From an optimization exercise on the open Yosys and OpenROAD flow, aimed at small area, a short achievable clock period and few clock cycles; shortcuts taken in it are not production practice.
Only simulation tests tie the RTL to the original design; equivalence was not proved.

### design/flow/run.sh
#!/bin/bash
# synth_recipe.tcl (not shown) runs the flow's synth.tcl, then flattens the netlist and writes it again
# the make line also repeats each setting of config.mk as NAME=value (left out here)
make -C /OpenROAD-flow-scripts/flow DESIGN_CONFIG=/design/flow/config.mk WORK_HOME=/design/flow/orfs CLKGATE_MAP_FILE= SYNTH_SCRIPT=/design/flow/synth_recipe.tcl finish
### design/flow/config.mk
export PLATFORM = sky130hd
export DESIGN_NAME = sx_xu
export DESIGN_NICKNAME = sx_xu
export VERILOG_FILES = /design/flow/design.v
export SDC_FILE = /design/flow/constraint.sdc
export NUM_CORES = 8
export LEC_CHECK = 0
export CAP_MARGIN = 20
export CORE_MARGIN = 2
export CORE_UTILIZATION = 35
export PLACE_DENSITY = 0.42
export SLEW_MARGIN = 20
### design/flow/constraint.sdc
create_clock -name core_clock -period 28.0 [get_ports {clk}]
set_input_delay 5.6000 -clock core_clock [delete_from_list [all_inputs] [get_ports {clk}]]
set_output_delay 5.6000 -clock core_clock [all_outputs]
set_load 0.01 [all_outputs]
### design/flow/design.v
module sx_round #(
    parameter N  = 32,
    parameter SW = 6
) (
    input  wire signed [N-1:0] v,
    input  wire        [SW-1:0] s,
    input  wire        [1:0]    rm,
    output reg  signed [N-1:0] r
);
    wire signed [N-1:0] fl      = v >>> s;                   
    wire        [SW-1:0] sm1    = s - 1'b1;
    wire signed [N-1:0] at_half = v >>> sm1;
    wire                hb      = (s != 0) && at_half[0];    
    wire        [N-1:0] lmask   = ~({N{1'b1}} << sm1);       
    wire                low_nz  = (s > 1) && |(v & lmask);
    always @(*) begin
        case (rm)
            2'd0:    r = fl;
            2'd1:    r = fl + {{(N-1){1'b0}}, hb};
            2'd2:    r = fl + {{(N-1){1'b0}}, hb & (low_nz | fl[0])};
            default: r = fl | {{(N-1){1'b0}}, hb | low_nz};
        endcase
    end
endmodule
module sx_satlane #(
    parameter W = 32
) (
    input  wire [2:0]   op,      
    input  wire [W-1:0] x,
    input  wire [W-1:0] y,
    input  wire [W-1:0] z,
    input  wire [4:0]   sh,
    output wire [W-1:0] r,
    output wire         clamp
);
    wire signed [2*W-1:0] xs = {{W{x[W-1]}}, x};
    wire signed [2*W-1:0] ys = {{W{y[W-1]}}, y};
    wire signed [2*W-1:0] zs = {{W{z[W-1]}}, z};
    wire signed [2*W-1:0] lo_bound = (xs > ys) ? xs : ys;            
    wire signed [2*W-1:0] clamped  = (lo_bound < zs) ? lo_bound : zs;  
    reg signed [2*W-1:0] raw;
    always @(*) begin
        case (op)
            3'd0:    raw = xs + ys;
            3'd1:    raw = xs - ys;
            3'd2:    raw = -xs;
            3'd3:    raw = x[W-1] ? -xs : xs;
            3'd4:    raw = clamped;
            default: raw = xs << sh;
        endcase
    end
    wire fits = (raw[2*W-1:W-1] == {(W+1){1'b0}}) || (raw[2*W-1:W-1] == {(W+1){1'b1}});
    assign r = fits ? raw[W-1:0]
                    : (raw[2*W-1] ? {1'b1, {(W-1){1'b0}}} : {1'b0, {(W-1){1'b1}}});
    assign clamp = !fits || (op == 3'd4 && raw[W-1:0] != x);
endmodule
module sx_div (
    input  wire        clk,
    input  wire        rst,
    input  wire        start,
    input  wire        sgn,      
    input  wire [31:0] n,
    input  wire [31:0] d,
    output wire        busy,
    output reg         done,
    output wire [31:0] q,
    output wire [31:0] r
);
    reg [5:0]  count;            
    reg [31:0] m;                
    reg [31:0] dm;               
    reg [32:0] a0;               
    reg [31:0] a1;               
    reg        neg_q, neg_r;
    wire [31:0] n_mag = (sgn && n[31]) ? -n : n;
    wire [31:0] d_mag = (sgn && d[31]) ? -d : d;
    wire [32:0] trial = {a0[31:0], m[31]};
    wire        ge    = trial >= {1'b0, dm};
    assign busy = count != 0;
    always @(posedge clk) begin
        if (rst) begin
            count <= 6'd0;
            done  <= 1'b0;
        end else begin
            done <= 1'b0;
            if (start && !busy) begin
                count <= 6'd32;
                m     <= n_mag;
                dm    <= d_mag;
                a0    <= 33'd0;
                a1    <= 32'd0;
                neg_q <= sgn && (n[31] != d[31]);
                neg_r <= sgn && n[31];
            end else if (busy) begin
                count <= count - 1'b1;
                m     <= {m[30:0], 1'b0};
                a0    <= ge ? trial - {1'b0, dm} : trial;
                a1    <= {a1[30:0], ge};
                if (count == 6'd1)
                    done <= 1'b1;
            end
        end
    end
    assign q = neg_q ? -a1 : a1;
    assign r = neg_r ? -a0[31:0] : a0[31:0];
endmodule
module sx_xu (
    input  wire        clk,
    input  wire        rst,
    input  wire        in_valid,
    output wire        in_ready,
    input  wire [12:0] in_op,        
    input  wire [31:0] in_a,         
    input  wire [31:0] in_b,
    input  wire [31:0] in_c,
    input  wire [4:0]  in_fl,        
    input  wire [3:0]  in_mode,      
    output reg         out_valid,
    output reg  [31:0] out_r0,       
    output reg  [31:0] out_r1,
    output reg  [31:0] out_r2,
    output reg  [1:0]  out_cnt,      
    output reg  [4:0]  out_fl,
    output reg  [1:0]  out_fault,    
    output wire [71:0] out_q
);
    localparam F_NONE = 2'd0, F_ILLEGAL = 2'd1, F_DIVZ = 2'd2;
    wire [4:0] g = in_op[12:8];
    wire [7:0] f = in_op[7:0];
    wire [31:0] a = in_a, b = in_b, c = in_c;
    wire       fl_s = in_fl[4], fl_c = in_fl[1], fl_v = in_fl[0];
    wire       fmt  = in_mode[3];
    wire       sat  = in_mode[2];
    wire [1:0] rm   = in_mode[1:0];
    reg  [71:0] q;
    assign out_q = q;
    localparam [71:0] QMAX = {1'b0, {71{1'b1}}};
    localparam [71:0] QMIN = {1'b1, {71{1'b0}}};
    reg  [31:0] add_x, add_y;
    reg         add_ci;
    always @(*) begin
        add_x = a; add_y = b; add_ci = 1'b0;
        case (f)
            8'h01: add_ci = fl_c;
            8'h02, 8'h06: begin add_y = ~b; add_ci = 1'b1; end
            8'h03: begin add_y = ~b; add_ci = fl_c; end
            8'h04: begin add_x = b; add_y = ~a; add_ci = 1'b1; end
            8'h05: begin add_x = 32'd0; add_y = ~a; add_ci = 1'b1; end
            8'h0D: add_y = 32'd1;
            8'h0E: begin add_y = 32'hFFFF_FFFE; add_ci = 1'b1; end
            default: ;
        endcase
    end
    wire [32:0] add_sum = {1'b0, add_x} + {1'b0, add_y} + {32'd0, add_ci};
    wire [31:0] add_r   = add_sum[31:0];
    wire        add_c   = add_sum[32];
    wire [31:0] add_ov  = (add_x ^ add_r) & (add_y ^ add_r);
    wire        add_v   = add_ov[31];
    wire        lt_s = $signed(a) < $signed(b);
    wire        lt_u = a < b;
    wire [31:0] s32_r;  wire s32_cl;
    wire [15:0] s16h_r; wire s16h_cl;
    wire [15:0] s16l_r; wire s16l_cl;
    sx_satlane #(.W(32)) u_sat32 (.op(f[2:0]), .x(a), .y(b), .z(c), .sh(f == 8'h05 ? b[4:0] : c[4:0]),
                                  .r(s32_r), .clamp(s32_cl));
    sx_satlane #(.W(16)) u_sat16h (.op(f[2:0]), .x(a[31:16]), .y(b[31:16]), .z(c[31:16]), .sh({1'b0, b[3:0]}),
                                   .r(s16h_r), .clamp(s16h_cl));
    sx_satlane #(.W(16)) u_sat16l (.op(f[2:0]), .x(a[15:0]), .y(b[15:0]), .z(c[15:0]), .sh({1'b0, b[3:0]}),
                                   .r(s16l_r), .clamp(s16l_cl));
    wire [31:0] sat_r  = fmt ? {s16h_r, s16l_r} : s32_r;
    wire        sat_cl = fmt ? (s16h_cl | s16l_cl) : s32_cl;
    wire [2:0]  sh_kind = f[7:5];
    wire [31:0] sh_amt  = (g == 5'd3) ? {27'd0, f[4:0]} : b;
    wire [6:0]  sh_sc   = (sh_amt > 32'd64) ? 7'd64 : sh_amt[6:0];
    wire [32:0] shl_t   = {1'b0, a} << sh_sc;
    wire [32:0] shr_t   = {a, 1'b0} >> sh_sc;
    wire [32:0] sar_t   = $signed({a, 1'b0}) >>> sh_sc;
    wire [4:0]  ror_m   = sh_amt[4:0];
    wire [31:0] ror_r   = (a >> ror_m) | (a << (6'd32 - {1'b0, ror_m}));
    wire [64:0] sarr_v;
    sx_round #(.N(65), .SW(7)) u_sarr (.v({{33{a[31]}}, a}), .s(sh_sc), .rm(rm), .r(sarr_v));
    wire signed [63:0] p_s = $signed(a) * $signed(b);
    wire        [63:0] p_u = a * b;
    wire        mul_v   = !((p_s[63:31] == {33{1'b0}}) || (p_s[63:31] == {33{1'b1}}));
    wire [63:0] mulfr_v;
    sx_round #(.N(64), .SW(5)) u_mulfr (.v(p_s), .s(5'd31), .rm(rm), .r(mulfr_v));
    wire        mulfr_cl = (a == 32'h8000_0000) && (b == 32'h8000_0000);
    wire        div_start;
    wire        div_busy, div_done;
    wire [31:0] div_q, div_r;
    sx_div u_div (.clk(clk), .rst(rst), .start(div_start), .sgn(f == 8'h08), .n(a), .d(b),
                  .busy(div_busy), .done(div_done), .q(div_q), .r(div_r));
    wire signed [31:0] p_hi = $signed(a[31:16]) * $signed(b[31:16]);
    wire signed [31:0] p_lo = $signed(a[15:0]) * $signed(b[15:0]);
    wire signed [32:0] p_dual = {p_hi[31], p_hi} + {p_lo[31], p_lo};
    wire [71:0] prod = fmt ? {{6{p_dual[32]}}, p_dual, 33'd0}
                           : {{7{p_s[63]}}, p_s, 1'b0};
    wire [72:0] acc_sum = (f == 8'h01) ? {q[71], q} - {prod[71], prod}
                                       : {q[71], q} + {prod[71], prod};
    wire        acc_ovf = acc_sum[72] != acc_sum[71];
    wire        acc_cl  = sat && acc_ovf;
    wire [71:0] acc_q   = acc_cl ? (acc_sum[72] ? QMIN : QMAX) : acc_sum[71:0];
    wire [71:0] xfer_v;
    sx_round #(.N(72), .SW(6)) u_xfer (.v(q), .s(fmt ? 6'd48 : 6'd32), .rm(rm), .r(xfer_v));
    wire        xfer_fit = fmt ? ((xfer_v[71:15] == {57{1'b0}}) || (xfer_v[71:15] == {57{1'b1}}))
                               : ((xfer_v[71:31] == {41{1'b0}}) || (xfer_v[71:31] == {41{1'b1}}));
    wire        xfer_cl  = sat && !xfer_fit;
    reg  [31:0] xfer_x;
    always @(*) begin
        if (fmt)
            xfer_x = xfer_cl ? (xfer_v[71] ? 32'hFFFF_8000 : 32'h0000_7FFF)
                             : {{16{xfer_v[15]}}, xfer_v[15:0]};
        else
            xfer_x = xfer_cl ? (xfer_v[71] ? 32'h8000_0000 : 32'h7FFF_FFFF) : xfer_v[31:0];
    end
    wire [6:0]   qsh_l   = (a > 32'd72) ? 7'd72 : a[6:0];
    wire [31:0]  neg_a   = -a;
    wire [6:0]   qsh_r   = (neg_a > 32'd72) ? 7'd72 : neg_a[6:0];
    wire [143:0] qsh_ext = {{72{q[71]}}, q} << qsh_l;
    wire         qsh_ovf = !((qsh_ext[143:71] == {73{1'b0}}) || (qsh_ext[143:71] == {73{1'b1}}));
    wire         qsh_cl  = !a[31] && sat && qsh_ovf;
    wire [71:0]  qshr_v;
    sx_round #(.N(72), .SW(7)) u_qshr (.v(q), .s(qsh_r), .rm(rm), .r(qshr_v));
    wire [71:0]  qsh_q   = a[31] ? qshr_v
                         : (qsh_cl ? (q[71] ? QMIN : QMAX) : qsh_ext[71:0]);
    wire         qsat_cl = !((q[71:63] == 9'h000) || (q[71:63] == 9'h1FF));
    wire [71:0]  qsat_q  = qsat_cl ? (q[71] ? {{9{1'b1}}, 63'd0} : {9'd0, {63{1'b1}}}) : q;
    wire [4:0]  bf_l   = (f == 8'h02) ? c[4:0] : b[4:0];
    wire [5:0]  bf_wr  = (f == 8'h02) ? c[13:8] : b[13:8];
    wire [6:0]  bf_top = {2'b00, bf_l} + ((bf_wr > 6'd32) ? 7'd32 : {1'b0, bf_wr});
    wire [5:0]  bf_w   = ((bf_top > 7'd32) ? 6'd32 : bf_top[5:0]) - {1'b0, bf_l};
    wire [63:0] bf_m64 = ~(64'hFFFF_FFFF_FFFF_FFFF << bf_w);
    wire [31:0] bf_m   = bf_m64[31:0];
    wire [31:0] bf_fld = (a >> bf_l) & bf_m;
    wire [5:0]  bf_wm1 = bf_w - 1'b1;
    wire        bf_sgn = (bf_w != 6'd0) && bf_fld[bf_wm1[4:0]];
    wire [31:0] bf_x   = bf_sgn ? (bf_fld | ~bf_m) : bf_fld;
    wire [31:0] bf_i   = (a & ~(bf_m << bf_l)) | ((b & bf_m) << bf_l);
    reg  [5:0]  clz_n, cls_n, pop_n;
    reg         clz_run, cls_run;
    reg  [31:0] brev_r, perm_r;
    integer i;
    always @(*) begin
        clz_n = 6'd0; clz_run = 1'b1;
        for (i = 31; i >= 0; i = i - 1) begin
            if (a[i]) clz_run = 1'b0;
            if (clz_run) clz_n = clz_n + 1'b1;
        end
        cls_n = 6'd0; cls_run = 1'b1;
        for (i = 30; i >= 0; i = i - 1) begin
            if (a[i] != a[31]) cls_run = 1'b0;
            if (cls_run) cls_n = cls_n + 1'b1;
        end
        pop_n = 6'd0;
        for (i = 0; i < 32; i = i + 1)
            pop_n = pop_n + {5'd0, a[i]};
        for (i = 0; i < 32; i = i + 1)
            brev_r[i] = a[31 - i];
        for (i = 0; i < 4; i = i + 1)
            perm_r[8*i +: 8] = a[8*b[2*i +: 2] +: 8];
    end
    reg  [31:0] r0, r1, r2;
    reg  [1:0]  cnt;
    reg  [4:0]  fl;
    reg  [1:0]  fault;
    reg         q_we;
    reg  [71:0] q_nx;
    reg         is_div;
    always @(*) begin
        r0 = 32'd0; r1 = 32'd0; r2 = 32'd0; cnt = 2'd0;
        fl = in_fl; fault = F_NONE; q_we = 1'b0; q_nx = q; is_div = 1'b0;
        case (g)
        5'd1: begin
            cnt = 2'd1;
            case (f)
                8'h00, 8'h01, 8'h02, 8'h03, 8'h04, 8'h05, 8'h0D, 8'h0E: begin
                    r0 = add_r; fl = {fl_s, add_r[31], add_r == 32'd0, add_c, add_v};
                end
                8'h06: begin
                    cnt = 2'd0; fl = {fl_s, add_r[31], add_r == 32'd0, add_c, add_v};
                end
                8'h07: begin r0 = a; fl = {fl_s, a[31], a == 32'd0, 2'b00}; end
                8'h08: begin r0 = a & b;  fl = {fl_s, r0[31], r0 == 32'd0, fl_c, fl_v}; end
                8'h09: begin r0 = a | b;  fl = {fl_s, r0[31], r0 == 32'd0, fl_c, fl_v}; end
                8'h0A: begin r0 = a ^ b;  fl = {fl_s, r0[31], r0 == 32'd0, fl_c, fl_v}; end
                8'h0B: begin r0 = a & ~b; fl = {fl_s, r0[31], r0 == 32'd0, fl_c, fl_v}; end
                8'h0C: begin r0 = ~a;     fl = {fl_s, r0[31], r0 == 32'd0, fl_c, fl_v}; end
                8'h10: begin r0 = lt_s ? a : b; fl = {fl_s, r0[31], r0 == 32'd0, fl_c, fl_v}; end
                8'h11: begin r0 = lt_s ? b : a; fl = {fl_s, r0[31], r0 == 32'd0, fl_c, fl_v}; end
                8'h12: begin r0 = lt_u ? a : b; fl = {fl_s, r0[31], r0 == 32'd0, fl_c, fl_v}; end
                8'h13: begin r0 = lt_u ? b : a; fl = {fl_s, r0[31], r0 == 32'd0, fl_c, fl_v}; end
                8'h14: begin
                    r0 = a[31] ? -a : a;
                    fl = {fl_s, r0[31], r0 == 32'd0, fl_c, a == 32'h8000_0000};
                end
                8'h15: r0 = (c != 32'd0) ? b : a;
                default: begin cnt = 2'd0; fault = F_ILLEGAL; end
            endcase
        end
        5'd2: begin
            if (f <= 8'h05) begin
                cnt = 2'd1; r0 = sat_r;
                fl = {fl_s | sat_cl, r0[31], r0 == 32'd0, 2'b00};
            end else
                fault = F_ILLEGAL;
        end
        5'd3, 5'd4: begin
            if (sh_kind > 3'd4 || (g == 5'd4 && f[4:0] != 5'd0))
                fault = F_ILLEGAL;
            else begin
                cnt = 2'd1;
                case (sh_kind)
                    3'd0: begin r0 = shl_t[31:0];  fl[1] = shl_t[32]; end
                    3'd1: begin r0 = shr_t[32:1];  fl[1] = shr_t[0]; end
                    3'd2: begin r0 = sar_t[32:1];  fl[1] = sar_t[0]; end
                    3'd3: begin r0 = ror_r;        fl[1] = (ror_m != 5'd0) && ror_r[31]; end
                    default: begin r0 = sarr_v[31:0]; fl[1] = sar_t[0]; end
                endcase
                fl[3] = r0[31]; fl[2] = r0 == 32'd0;
            end
        end
        5'd5: begin
            case (f)
                8'h00: begin
                    cnt = 2'd1; r0 = p_s[31:0];
                    fl = {fl_s, r0[31], r0 == 32'd0, 1'b0, mul_v};
                end
                8'h01: begin cnt = 2'd1; r0 = p_s[63:32]; fl = {fl_s, r0[31], r0 == 32'd0, fl_c, fl_v}; end
                8'h02: begin cnt = 2'd1; r0 = p_u[63:32]; fl = {fl_s, r0[31], r0 == 32'd0, fl_c, fl_v}; end
                8'h03: begin
                    cnt = 2'd2; r0 = p_s[31:0]; r1 = p_s[63:32];
                    fl = {fl_s, p_s[63], p_s == 64'd0, fl_c, fl_v};
                end
                8'h04: begin
                    cnt = 2'd2; r0 = p_u[31:0]; r1 = p_u[63:32];
                    fl = {fl_s, p_u[63], p_u == 64'd0, fl_c, fl_v};
                end
                8'h05: begin
                    cnt = 2'd1; r0 = mulfr_cl ? 32'h7FFF_FFFF : mulfr_v[31:0];
                    fl = {fl_s | mulfr_cl, r0[31], r0 == 32'd0, fl_c, fl_v};
                end
                8'h08, 8'h09: begin
                    if (b == 32'd0) fault = F_DIVZ;
                    else is_div = 1'b1;
                end
                default: fault = F_ILLEGAL;
            endcase
        end
        5'd6: begin
            case (f)
                8'h00, 8'h01, 8'h03: begin
                    q_we = 1'b1; q_nx = acc_q; fl[4] = fl_s | acc_cl;
                    if (f == 8'h03) begin cnt = 2'd1; r0 = a; end
                end
                8'h02: begin q_we = 1'b1; q_nx = prod; end
                8'h04: begin q_we = 1'b1; q_nx = 72'd0; end
                8'h08, 8'h09: begin
                    cnt = 2'd1; r0 = xfer_x;
                    fl = {fl_s | xfer_cl, r0[31], r0 == 32'd0, fl_c, fl_v};
                    if (f == 8'h09) begin q_we = 1'b1; q_nx = 72'd0; end
                end
                8'h0A: begin q_we = 1'b1; q_nx = qsh_q; fl[4] = fl_s | qsh_cl; end
                8'h0B: begin q_we = 1'b1; q_nx = qsat_q; fl[4] = fl_s | qsat_cl; end
                8'h0C: begin q_we = 1'b1; q_nx = {{8{a[31]}}, a, 32'd0}; end
                8'h0D: begin
                    cnt = 2'd3; r0 = q[31:0]; r1 = q[63:32]; r2 = {{24{q[71]}}, q[71:64]};
                end
                8'h0E: begin q_we = 1'b1; q_nx = {c[7:0], b, a}; end
                default: fault = F_ILLEGAL;
            endcase
        end
        5'd8: begin
            cnt = 2'd1;
            case (f)
                8'h00: r0 = bf_fld;
                8'h01: r0 = bf_x;
                8'h02: r0 = bf_i;
                8'h03: r0 = {26'd0, clz_n};
                8'h04: r0 = {26'd0, cls_n};
                8'h05: r0 = {26'd0, pop_n};
                8'h06: r0 = brev_r;
                8'h07: r0 = perm_r;
                default: begin cnt = 2'd0; fault = F_ILLEGAL; end
            endcase
            if (fault == F_NONE) begin fl[3] = r0[31]; fl[2] = r0 == 32'd0; end
        end
        default: fault = F_ILLEGAL;
        endcase
    end
    reg        div_pend;       
    reg  [4:0] div_fl;
    reg        div_ovf;
    assign in_ready  = !div_pend;
    wire   accept    = in_valid && in_ready;
    assign div_start = accept && is_div;
    always @(posedge clk) begin
        if (rst) begin
            q         <= 72'd0;
            out_valid <= 1'b0;
            div_pend  <= 1'b0;
        end else begin
            out_valid <= 1'b0;
            if (accept && is_div) begin
                div_pend <= 1'b1;
                div_fl   <= in_fl;
                div_ovf  <= (f == 8'h08) && (a == 32'h8000_0000) && (b == 32'hFFFF_FFFF);
            end else if (accept) begin
                out_valid <= 1'b1;
                out_r0    <= r0;
                out_r1    <= r1;
                out_r2    <= r2;
                out_cnt   <= cnt;
                out_fl    <= fl;
                out_fault <= fault;
                if (q_we && fault == F_NONE)
                    q <= q_nx;
            end else if (div_done) begin
                div_pend  <= 1'b0;
                out_valid <= 1'b1;
                out_r0    <= div_r;
                out_r1    <= div_q;
                out_r2    <= 32'd0;
                out_cnt   <= 2'd2;
                out_fl    <= {div_fl[4], div_q[31], div_q == 32'd0, 1'b0, div_ovf};
                out_fault <= F_NONE;
            end
        end
    end
endmodule
==> summary.md <==
| Metric | Value |
|---|---|
| Cell mode on critical path | `ha_1` |
| Yosys warns | `8` |
| Root buf cell | `clkbuf_16` |
| Initial Utilization | `35.2%` |
| CP max stage cell | `a22oi_1` |
| Post-DRT Antenna Nets | `0` |
| Dpl cell area | `181,000 um2` |
| RSZ-0062 raised after global routing | `no` |
| Via count | `194,000` |
| Layout Cells excl Fill | `28,900` |
| DR pass1 iterations | `12` |
| Grt total ovfl | `0` |
| Placed Instances | `28,600` |
| Shortest period the worst path allows | `26.34 ns` |
| Count leader, synth | `inv_1` |
| Fraction of registers with async set/reset | `0%` |
| Die H | `697 um` |
| Fin Hold WS | `0.500 ns` |
| GRT Total Usage | `49.8%` |
| Leading area contributor after synthesis | `fa_1` |
| Design area | `183,000 um2` |
| Area growth syn-to-layout | `8.67%` |
| Row count | `254` |
| Die width | `697 um` |
| H-tree depth | `2` |
| Die Area | `486,000 um2` |
| 1st-iter DRT viols | `31,200` |
| Min-Delay Path Class | `register to register` |
| # setup viols final | `0` |
| Delay of the slowest critical-path stage | `0.54 ns` |
| Final-layout fill cell count | `51,400` |
| Top FF cell, synth | `edfxtp_1` |
| # nets final | `25,500` |
| Fin. Hold Viols | `0` |
| Final wirelength | `1260 mm` |
| Clock Path Buffers | `3` |
| # Max-Cap Violations | `0` |
| Crit path required time | `28.45 ns` |
| Tcrit/Tclk final | `94.1%` |
| Critical path launch point type | `input pin` |
| Initial antenna violation count | `222` |
| Endpoint class of the critical path | `register` |
| Clk latency of the worst-skew pair | `0.66 ns` |
| Layout cells sized above 1 | `7.77%` |
| Most frequent cells after synthesis | `inv_1, nand2_1, fa_1` |
| Post-synth EDFFs | `213` |
| Hold Path Depth | `2` |
| Worst clock skew | `0.0482 ns` |
| TritonCTS clock tree | `done` |
| Seq cells post-synth | `294` |
| Worst rel slew slack | `7.35%` |
| Area of the multi-input gates | `144,000 um2` |
| Syn avg cell area | `7.44 um2` |
| Port Buf Inserts | `299` |
| FMAX | `38.0 MHz` |
| Critical Path AT | `26.79 ns` |
| Distinct cells, synth | `139` |
| RePlAce Congestion | `1.13` |
| CTS Buf Count | `41` |
| Worst-case reg-to-reg path depth | `31` |
| Ports | `300` |
| Vias in the first global route | `182,000` |
| Setup TNS | `0 ns` |
| Synth area leaders | `fa_1, ha_1, inv_1, nand2_1, mux2i_1` |
| Clock Pin Slew Worst Setup and Hold Paths | `0.06 ns` |
| Clock Sink Count | `294` |
| Largest net degree at the start of global routing | `107` |
| CORE AREA | `479,000 um2` |
| First-pass GRT wire length | `1660 mm` |
| Actual slew at the worst max-slew pin | `1.39 ns` |
| Post-synth top area share | `24.8%` |
| Drt wl/cell | `43.6 um` |
| Slew Limit Fails | `0` |
| Vias per cell | `6.72` |
| Post-Syn Area | `168,000 um2` |
| Status | `finished clean` |
| Reg area | `8020 um2` |
| Hold_buf cts | `0` |
| DR DRC count | `0` |
| DP HPWL | `993 mm` |
| Syn Nets | `25,900` |
| Crit path max fanout | `12` |
| Mapped Cells | `22,600` |
| Sequential fraction of the synthesis area | `4.76%` |
| Crit Path Category | `input pin to register` |
## critical path, delay by kind of cell
| kind | cells | cell delay [ns] |
|---|---|---|
| adders and majority gates | 28 | 8.98 |
| muxes | 10 | 2.22 |
| and+or+nand+nor | 25 | 3.04 |
| buffers and inverters | 5 | 0.76 |
| AOI/OAI and AO/OA | 34 | 5.99 |
| xor gates and xnor gates | 1 | 0.20 |
## final timing paths
kind                                       end           start  slack, ns
worst max-delay path                 out_fl[2]        in_a[30]       1.66
worst min register to register  u_div.count[4]  u_div.count[4]       0.50
worst min-delay path            u_div.count[4]  u_div.count[4]       0.50
worst max register to register      out_r0[26]           q[32]      16.62
## layout by cell type, fill, tap and decap left out, types with 245 or more instances in the layout
master   synthesis  layout
buf_4           37     958
nor2_1        1992    1955
a21o_1         247     245
nand2_1       2359    2342
a21oi_1       1525    1510
mux2i_1        784     778
o22ai_1        259     258
ha_1          1017    1016
fa_1          2089    2088
nor3_1         434     419
xnor2_1        630     604
inv_1         2915    2885
o21ai_0       1420    1410
nand3_1        792     791
## kinds of logic after synthesis
| logic type | count (synthesis) | synth area share [%] |
|---|---|---|
| AOI/OAI and AO/OA | 5649 | 21.4 |
| and+or+nand+nor | 7065 | 19.4 |
| DFF | 294 | 4.76 |
| buffers and inverters | 4629 | 10.5 |
| xor gates and xnor gates | 895 | 4.86 |
| adders and majority gates | 3107 | 32.4 |
| muxes | 996 | 6.63 |
## metal layers
| layer | vias up | part of all wire [%] | global-route usage (%) |
|---|---|---|---|
| li1 | 77200 | - | - |
| met1 | 97200 | 36 | 58.3 |
| met2 | 15100 | 40 | 70.5 |
| met4 | 105 | 11 | 45.7 |
| met5 | - | 0.092 | 0.275 |
| met3 | 4412 | 13 | 18.4 |
## metrics by stage
stage	utilization [%]	worst slack, ns
after floorplan	-	0.327
after global placement	37.8	0.531
after detailed placement	37.8	1.03
after CTS	38.1	1.57
after global routing	38.1	0.0894
final	38.2	1.66
## sequential cells by signal, summed over array words and instances, names as in the netlist, 2 cells and up, named ones only
name         count
out_cnt          2
out_fault        2
out_fl           5
out_r0          32
out_r1          32
out_r2           8
q               71
u_div.a0        32
u_div.a1        32
u_div.count      6
u_div.dm        32
u_div.m         32
## repair_timing
item,CTS,global route
gates resized for setup,0,3
setup buffers,0,0
setup endpoints to repair,0,3
hold endpoints to repair,0,0
## cell type report
cell class | instances | area share, %
multi-input combinational | 17700 | 78.6
inverter | 2964 | 6.09
timing repair buffer | 1243 | 5.54
sequential | 294 | 4.38
tap | 6400 | 4.38
clock buffer | 49 | 0.577
antenna | 162 | 0.222
clock inverter | 27 | 0.188
Testbench counts, summed over its fixed seeds: cycles 38,553.

afterwards: timing with drivers on the ports:
The results above use ideal ports. As a check the final layout listed here was re-extracted and re-timed, cells and wires unchanged. Step 1 sets driving cells, clkbuf_16 on the clock port and buf_2 on the other inputs (assumed; they add their load-dependent delay and slew). Step 2 adds t to the input delays and takes it off the output delays; t is the mean of the earliest and latest rising clock arrival at the registers after step 1. Input paths then give back, and output paths get back, about the clock's delay inside the block. Three values: ideal ports, drivers, drivers and shift; two values: the first two.
t, ns: 0.719
slack for setup (ns): 1.664 / 1.713 / 0.994
hold slack, ns: 0.500 / 0.500 / 0.500
worst setup path after step 2: input to register
After both steps this run still meets setup and hold. The setup slack of this run moves by +0.049 ns with the drivers and by -0.670 ns with both steps.
